Background: an optimization exercise with open tools, aiming at small area and a short achievable clock period. Do not read the settings as production practice.
Where RTL was checked, it was by simulation tests only, not by an equivalence proof against the original.
No driver is modelled on the clock port, so clock power and skew are understated where the tree is cut down; a real chip needs a root buffer or a tree.
Power figures rest on the tool's default switching activity, not on a simulated workload.

Design rerok_rx, start of the top module:
module rerok_rx (
    input  wire        clk,
    input  wire        rst,           
    input  wire        from_board,    
    input  wire        sym_valid,
    input  wire [9:0]  sym,
    output reg         word_valid,
    output wire [5:0]  word_index,
    output wire [31:0] word_data,
    output reg         frame_done,
    output reg  [2:0]  frame_reason,
    output wire [7:0]  frame_type,
    output wire [15:0] frame_seq,
    output wire [7:0]  frame_len
);
    localparam [2:0] R_OK    = 3'd0;
    localparam [2:0] R_CODE  = 3'd1;
    localparam [2:0] R_TYPE  = 3'd2;
    localparam [2:0] R_LEN   = 3'd3;
    localparam [2:0] R_CRC   = 3'd4;
    localparam [2:0] R_FIELD = 3'd5;
    localparam [2:0] S_HUNT  = 3'b000;    
    localparam [2:0] S_COMMA = 3'b001;    
    localparam [2:0] S_HDR   = 3'b100;    
    localparam [2:0] S_PAY   = 3'b101;
    localparam [2:0] S_CRC   = 3'b110;
    localparam [31:0] CRC_RESIDUE = 32'hDEBB20E3;
    function [31:0] crc_byte;
        input [31:0] crc;
        input [7:0]  d;
        integer      k;
        reg   [31:0] c;
        begin
            c = crc;
            for (k = 0; k < 8; k = k + 1) begin
                if (c[0] ^ d[k])
                    c = (c >> 1) ^ 32'hEDB88320;
                else
                    c = c >> 1;
            end
            crc_byte = c;
        end
    endfunction
    reg       in_valid;
    reg       fb;              
    reg       rst_q;           
    reg [9:0] in_sym;
    always @(posedge clk) begin
        in_valid <= sym_valid & ~rst;
        fb       <= from_board;
        rst_q    <= rst;
        in_sym   <= sym;
    end
    reg        rd;             
    wire [5:0] c6 = in_sym[9:4];
    wire [3:0] c4 = in_sym[3:0];
    reg [4:0] dx;
    reg       ok6n, ok6p;
    always @(*) begin
        case (c6)
            6'b000101: begin dx = 5'd23; ok6n = 1'b0; ok6p = 1'b1; end
  ...
Settings: LEC_CHECK=0, CAP_MARGIN=20, CORE_AREA=2.3 2.72 105.8 106.08, DIE_AREA=0 0 108.1 108.1, PLACE_DENSITY=0.8, SLEW_MARGIN=20; clock period 10.0 ns.
standard.sh (not shown) runs the stock make flow with config.mk's settings and CLKGATE_MAP_FILE= SYNTH_SCRIPT=/design/flow/synth_recipe.tcl, a recipe that flattens the netlist after the stock synthesis.
==> flow/flow/run.sh <==
#!/bin/bash
# Standard layout with these changes:
# - synthesis: the standard flow's synthesis script, with an area-oriented ABC mapping script
#   (flow/abc_area.script) in place of ORFS's abc_speed.script; everything else
#   (registers, -nofsm -noshare, flattening, renaming) is the standard flow's own;
# - plain buf_2 cells as the port buffers;
# - between placement and routing, flow/post_place.tcl (output isolation, a
#   shallow clock distribution and setup repair) in place of TritonCTS.
# Each tool's output goes to a log of its own here (synth.log, place.log,
# post_place.log, finish.log) besides ORFS's own logs under orfs/logs.
set -euo pipefail
RES=$PWD/orfs/results/sky130hd/rerok_rx/base
# ORFS's scripts folder, with the ABC script replaced, for the synthesis step only
rm -rf scripts
cp -r "$FLOW_HOME/scripts" scripts
cp flow/abc_area.script scripts/abc_speed.script
bash standard.sh SCRIPTS_DIR=$PWD/scripts synth > synth.log 2>&1
export BUFFER_PORTS_ARGS="-buffer_cell sky130_fd_sc_hd__buf_2"
bash standard.sh place > place.log 2>&1
RES=$RES RT_MARGIN=7.38 ISO_MIN=2 NROOT=4 NLEAF=4 LEAF=inv_16 ROOT=inv_8 \
  openroad -no_init -exit flow/post_place.tcl > post_place.log 2>&1
bash standard.sh finish > finish.log 2>&1
Other scripts of this flow, unchanged in this note and not shown: flow/flow/abc_area.script, flow/flow/post_place.tcl
The starting point passed the timing, design-rule and antenna checks.
Next try:
--- a/flow/design.v
+++ b/flow/design.v
@@ -253,17 +253,14 @@
                 wi <= wi + 6'd1;
             wsr <= {dbyte, wsr[31:8]};
             if (state == S_COMMA) begin
                 f_type <= dbyte;
                 t_ok   <= type_ok;
             end
-            if (state == S_HDR && bc == 2'd1)
-                f_seq[7:0] <= dbyte;
-            if (state == S_HDR && bc == 2'd2)
-                f_seq[15:8] <= dbyte;
             if (state == S_HDR && bc == 2'd3) begin
+                f_seq <= wsr[31:16];
                 f_len <= dbyte;
             end
             if (state == S_PAY && wi == 6'd1 && bc == 2'd3)
                 field_bad <= ~field_ok;
         end
     end
Result: Combinational power stays flat; cell area rises by 0.71%; worst setup slack gets worse by 3.5 ps; synthesized cell count rises by 2.9%; wire length falls by 3.2%; core utilization rises by 0.50 points.
No functional check of the RTL was part of the second run of this note. No run of this note takes its clock network from TritonCTS; it comes from the design's own scripts or RTL.

==> port drivers added, routing unchanged <==
The results above use ideal ports. As a check the final layouts listed here were re-extracted and re-timed, cells and wires unchanged. Step 1 sets driving cells, clkbuf_16 on the clock port and buf_2 on the other inputs (assumed; they add their load-dependent delay and slew). Step 2 times the ports against the registers' clock, not the clock port: input delays grow and output delays shrink by t, the midpoint of the rising clock arrivals with the driver on. Slacks: ideal / step 1 / step 2; pairs: ideal / step 1.
run | shift t [ns] | setup slack, ns | latest minus earliest clock arrival (ns) | slew at the worst register clock pin (ns)
the first run | 0.251 | 7.258 / 7.130 / 7.349 | 0.015 / 0.015 | 0.11 / 0.11
the second run | 0.251 | 7.254 / 7.127 / 7.348 | 0.013 / 0.013 | 0.11 / 0.11
After both steps setup and hold are still met in every run listed.
